Source: an optimization exercise on an open RTL-to-GDS flow (aim: small area, a short achievable clock period and few clock cycles per item). Production flows keep margins and buffers that such runs may drop.
In this exercise RTL edits were held to simulation tests only and were not proved equivalent to the original.

File: run.sh
#!/bin/bash
# synth_recipe.tcl (not shown) runs the flow's synth.tcl, then flattens the netlist and writes it again
# the make line also repeats each setting of config.mk as NAME=value (left out here)
make -C /OpenROAD-flow-scripts/flow DESIGN_CONFIG=/design/flow/config.mk WORK_HOME=/design/flow/orfs CLKGATE_MAP_FILE= SYNTH_SCRIPT=/design/flow/synth_recipe.tcl finish
File: config.mk
export PLATFORM = sky130hd
export DESIGN_NAME = das_combine
export DESIGN_NICKNAME = das_combine
export VERILOG_FILES = /design/flow/design.v
export SDC_FILE = /design/flow/constraint.sdc
export NUM_CORES = 4
export LEC_CHECK = 0
export CAP_MARGIN = 20
export CORE_MARGIN = 2
export CORE_UTILIZATION = 40
export PLACE_DENSITY = 0.6
export SLEW_MARGIN = 20
File: constraint.sdc
create_clock -name core_clock -period 15.0 [get_ports {clk}]
set_input_delay 3.0000 -clock core_clock [delete_from_list [all_inputs] [get_ports {clk}]]
set_output_delay 3.0000 -clock core_clock [all_outputs]
set_load 0.01 [all_outputs]
File: design.v
module das_combine (
    input  wire        clk,
    input  wire        rst,           
    input  wire        in_valid,
    output wire        in_ready,
    input  wire [23:0] in_phx,        
    input  wire [23:0] in_phy,
    input  wire [23:0] in_px,
    input  wire [23:0] in_py,
    input  wire [15:0] in_ax,         
    input  wire [15:0] in_ay,
    input  wire [15:0] in_qx,
    input  wire [15:0] in_qy,
    input  wire [31:0] in_fade_thr,   
    output reg         out_valid,
    output reg  [23:0] out_d,         
    output reg         out_fade
);
    localparam [1:0] S_IDLE = 2'd0,
                     S_MUL  = 2'd1,
                     S_DIV  = 2'd2,
                     S_FIN  = 2'd3;
    reg [1:0]  state;
    reg [4:0]  cnt;
    reg [23:0] dx;           
    reg [23:0] e;            
    reg [31:0] wy;
    reg [32:0] w;
    reg        w_zero;
    reg        fade;
    reg        neg;          
    reg [32:0] rem;          
    reg [23:0] nlow;         
    reg [23:0] quo;          
    assign in_ready = (state == S_IDLE);
    wire [23:0] dx_in = in_phx - in_px;
    wire [23:0] dy_in = in_phy - in_py;
    wire [31:0] wx_in = in_ax * in_qx;
    wire [31:0] wy_in = in_ay * in_qy;
    wire [32:0] w_in  = {1'b0, wx_in} + {1'b0, wy_in};
    wire signed [32:0] wy_s    = {1'b0, wy};
    wire signed [23:0] e_s     = e;
    wire signed [56:0] num     = wy_s * e_s;
    wire        [56:0] num_neg = -num;
    wire        [54:0] num_abs = num[56] ? num_neg[54:0] : num[54:0];
    wire [33:0] rem_sh = {rem, nlow[23]};
    wire        q_bit  = (rem_sh >= {1'b0, w});
    wire [33:0] rem_nx = q_bit ? (rem_sh - {1'b0, w}) : rem_sh;
    wire [33:0] rem2    = {rem, 1'b0};
    wire        round   = (rem2 > {1'b0, w}) || ((rem2 == {1'b0, w}) && quo[0]);
    wire [24:0] mag     = {1'b0, quo} + {24'd0, round};
    wire [24:0] q_s     = neg ? -mag : mag;
    wire [24:0] d_full  = {dx[23], dx} + q_s;
    always @(posedge clk) begin
        if (rst) begin
            state     <= S_IDLE;
            out_valid <= 1'b0;
        end else begin
            out_valid <= 1'b0;
            case (state)
                S_IDLE: begin
                    if (in_valid) begin
                        dx     <= dx_in;
                        e      <= dy_in - dx_in;
                        wy     <= wy_in;
                        w      <= w_in;
                        w_zero <= (w_in == 33'd0);
                        fade   <= (w_in < {1'b0, in_fade_thr});
                        state  <= S_MUL;
                    end
                end
                S_MUL: begin
                    neg   <= num[56];
                    rem   <= {2'b00, num_abs[54:24]};
                    nlow  <= num_abs[23:0];
                    quo   <= 24'd0;
                    cnt   <= 5'd0;
                    state <= S_DIV;
                end
                S_DIV: begin
                    rem   <= rem_nx[32:0];
                    nlow  <= {nlow[22:0], 1'b0};
                    quo   <= {quo[22:0], q_bit};
                    cnt   <= cnt + 5'd1;
                    if (cnt == 5'd23)
                        state <= S_FIN;
                end
                S_FIN: begin
                    out_valid <= 1'b1;
                    out_d     <= w_zero ? 24'd0 : d_full[23:0];
                    out_fade  <= fade;
                    state     <= S_IDLE;
                end
                default: state <= S_IDLE;
            endcase
        end
    end
endmodule
==> results.txt <==
run status complete, no violations; ANT nets after route 0; synthesized flop and latch total 230; Total Routing Usage GR between 20 and 25%; violation count after the first detailed-route iteration ~2900; Setup TNS 0 ns; Final Max Tran Viols 0; Die Y 394.5 um; clock-pin slew on the worst setup and hold paths approximately 0.070 ns; WP buf/inv 8; Fill cells 15000; Post-Syn Nets 8693; sequential cell area 0.006877 mm^2; die area 0.1556 mm^2; Setup Crit Path Kind in2reg; number of global-route vias before repair 49870; RSZ-0062 raised after global routing false; post-layout net count 8770; Place WS 0.5232 ns; Avg WL per Cell 19.23 um; Routed WL 172200 um; CTS tree built; vias per cell 5.201; cts repair resizes 0; CTS Buf Count 29; cts hold-fix bufs 0; skew final 0.02596 ns; Final Cycle Share 92.90%; routability cong. 0.9264; asr flop ratio synth 0%; Min Clock Period, post-route approximately 14 ns; Final HPWL DP 141500 um; Max-cap violations 0; CORE AREA 0.1517 mm^2; clock sink count 230; hold crit path type reg2reg; number of flops mapped to enable cells by yosys 227; Crit path required time 15.38 ns; Initial Util 40.20%; crit path max fanout 11; Synth Warn # 1; Avg Inst Size Synth 8.938 um^2; Synth Cell Area around 0.061 mm^2; Rel. slew slack a little under a quarter; post-CTS setup buffer count 0; CTS Buffer Depth 3; maximum number of pins on one net before global-route repair 72; post-synth cell types between 90 and 100; fmax 0.07176 GHz; Area Growth Syn to Fin 9.061%; Vias 46560; Seq/Total Area, Yosys 11.28%; H-tree depth 1; post-route worst setup slack 1.065 ns; Remaining Overflow, GRT 0; initial antenna violation count 10; FP Rows around 140; Post-Synthesis Cells 6824; Tightest Pin Transition 1.144 ns; Critical Path Start Type input port; CP dominant cell by count fa_1; Hold Violations, Final 0; Chip Width 394.5 um; CP arrival between 10 and 15 ns; crit end category register; 1st-pass router iterations 7; Post-synth top flop edfxtp_1; multi-input logic area around 0.048 mm^2; Skew-Pair Late Insertion Delay 0.58 ns; total DRC errors in the routed layout 0; I/O pins roughly 220; layout cells sized above 1 3.496%; hold slack final 0.5212 ns; first-pass GRT wire length 277300 um; family with the most delay on the worst path adder cells; PortBufs 221; clk root buf clkbuf_16; Slowest cell on crit path clkdlybuf4s50_1; CP max stage delay a little under 0.7 ns; Final Setup Violations 0
-- cell families after synthesis --
logic type | share of synthesized area, %
AOI/OAI and AO/OA | 8.725
muxes | 0.6606
adders and majority gates | 47.93
xor gates and xnor gates | 3.705
DFF | 11.28
and+or+nand+nor | 17.40
buffers and inverters | 10.31
-- final timing paths --
path / from / to / slack, ns / depth (start not counted)
setup / recovery: in_qy[1] / fade / 1.06 / 45
hold / removal: nlow[5] / nlow[6] / 0.52 / 2
setup reg to reg: e[0] / rem[30] / 5.41 / 25
hold reg to reg: nlow[5] / nlow[6] / 0.52 / 2
-- cells in the mapped netlist, types with 104 or more instances --
master	number	area, um^2
o21ai_0	140	700.7
edfxtp_1	227	6817
inv_1	1381	5184
fa_1	1104	22100
nand2_1	957	3592
xnor2_1	162	1419
and2_1	511	3197
clkbuf_1	270	1013
ha_1	570	7132
a21oi_1	202	1011
nor2_1	199	747.0
a21o_1	104	780.8
-- per-layer routing --
layer / GRT usage [%] / part of all wire [%] / vias up / wire length, um
met5: 0 / 0.045 / - / 77
met1: 29.69 / 43 / 23680 / 73960
li1: - / - / 21530 / -
met2: 39.35 / 49 / 1123 / 84780
met4: 5.466 / 2.6 / 12 / 4517
met3: 2.155 / 5.2 / 216 / 8872
-- worst reg2reg max path, stage by stage, from the launching register on --
cell and delay (ns):
edfxtp_1 0.67, buf_8 0.28, and2_1 0.16, fa_1 0.54
inv_1 0.06, fa_1 0.54, inv_1 0.06, fa_1 0.56
fa_1 0.45, fa_1 0.55, inv_1 0.05, fa_1 0.51
inv_1 0.06, fa_1 0.44, ha_1 0.40, a21oi_1 0.37
o211ai_1 0.19, a211oi_1 0.26, nor2_1 0.12, or2_1 0.26
or3_1 0.37, a2111oi_0 0.78, o211ai_1 0.45, nor4b_4 0.70
a31oi_1 0.16, nand3b_1 0.29
-- through the flow --
step / std cells / cell area [um^2] / util (%)
after CTS: 8950 / 66480 / 43.82
final: 8953 / 66520 / 43.84
after detailed placement: 8898 / 65530 / 43.19
after global placement: 8897 / 65510 / 43.18
after global routing: 8952 / 66510 / 43.84
after floorplan: 6824 / 60990 / -
-- cell type report --
class	count	area share [%]
Inverter	1382	7.799
Sequential cell	230	10.34
Timing Repair Buffer	334	4.635
Clock inverter	23	0.3480
Antenna cell	1	0.003762
Clock buffer	29	1.091
Tap cell	2030	3.819
Multi-Input combinational cell	4924	71.97
-- cells in the final DEF (no fill, tap or decap), types with 31 or more instances in the layout --
master	count
nand2b_1	65
inv_1	1381
buf_4	110
nor2_1	199
nand3_1	79
ha_1	569
o21ai_0	140
edfxtp_1	227
nand2_1	957
a21o_1	104
fa_1	1104
or3_1	32
a211oi_1	42
and2_1	511
clkdlybuf4s50_1	221
and3_1	45
a31oi_1	31
nor3_1	82
nor2b_1	43
a21oi_1	201
xor2_1	96
nand4_1	39
xnor2_1	162
-- sequential cells by signal (all words and copies together) (netlist names) --
register / cells
out_valid: 1
state: 2
wy: 32
nlow: 24
fade: 1
quo: 24
out_d: 24
w_zero: 1
w: 33
e: 24
dx: 24
out_fade: 1
rem: 33
cnt: 5
neg: 1
Testbench counts, summed over its fixed seeds: cycles 324,008, items 12,000.

-- separate check: timing with driven ports --
Ports are ideal in the flow. The routed layout listed here was re-timed in OpenROAD. Step 1, drivers: a clkbuf_16 drives clk and a buf_2 each remaining input, both assumed. Step 2, shift: input delay + t, output delay - t, t = (earliest + latest rising clock arrival at the registers) / 2. This alone moves slack from input paths to output paths. Slacks: ideal ports / drivers / drivers and shift; pairs: ideal ports / drivers.
t, ns: 0.614
setup slack, ns: 1.065 / 1.085 / 0.471
clock arrival spread, ns: 0.026 / 0.026
cell pins on the clock port's net: 1
After both steps setup and hold are still met in this run. For this run, drivers alone change the setup slack by +0.020 ns; drivers and shift together by -0.594 ns.
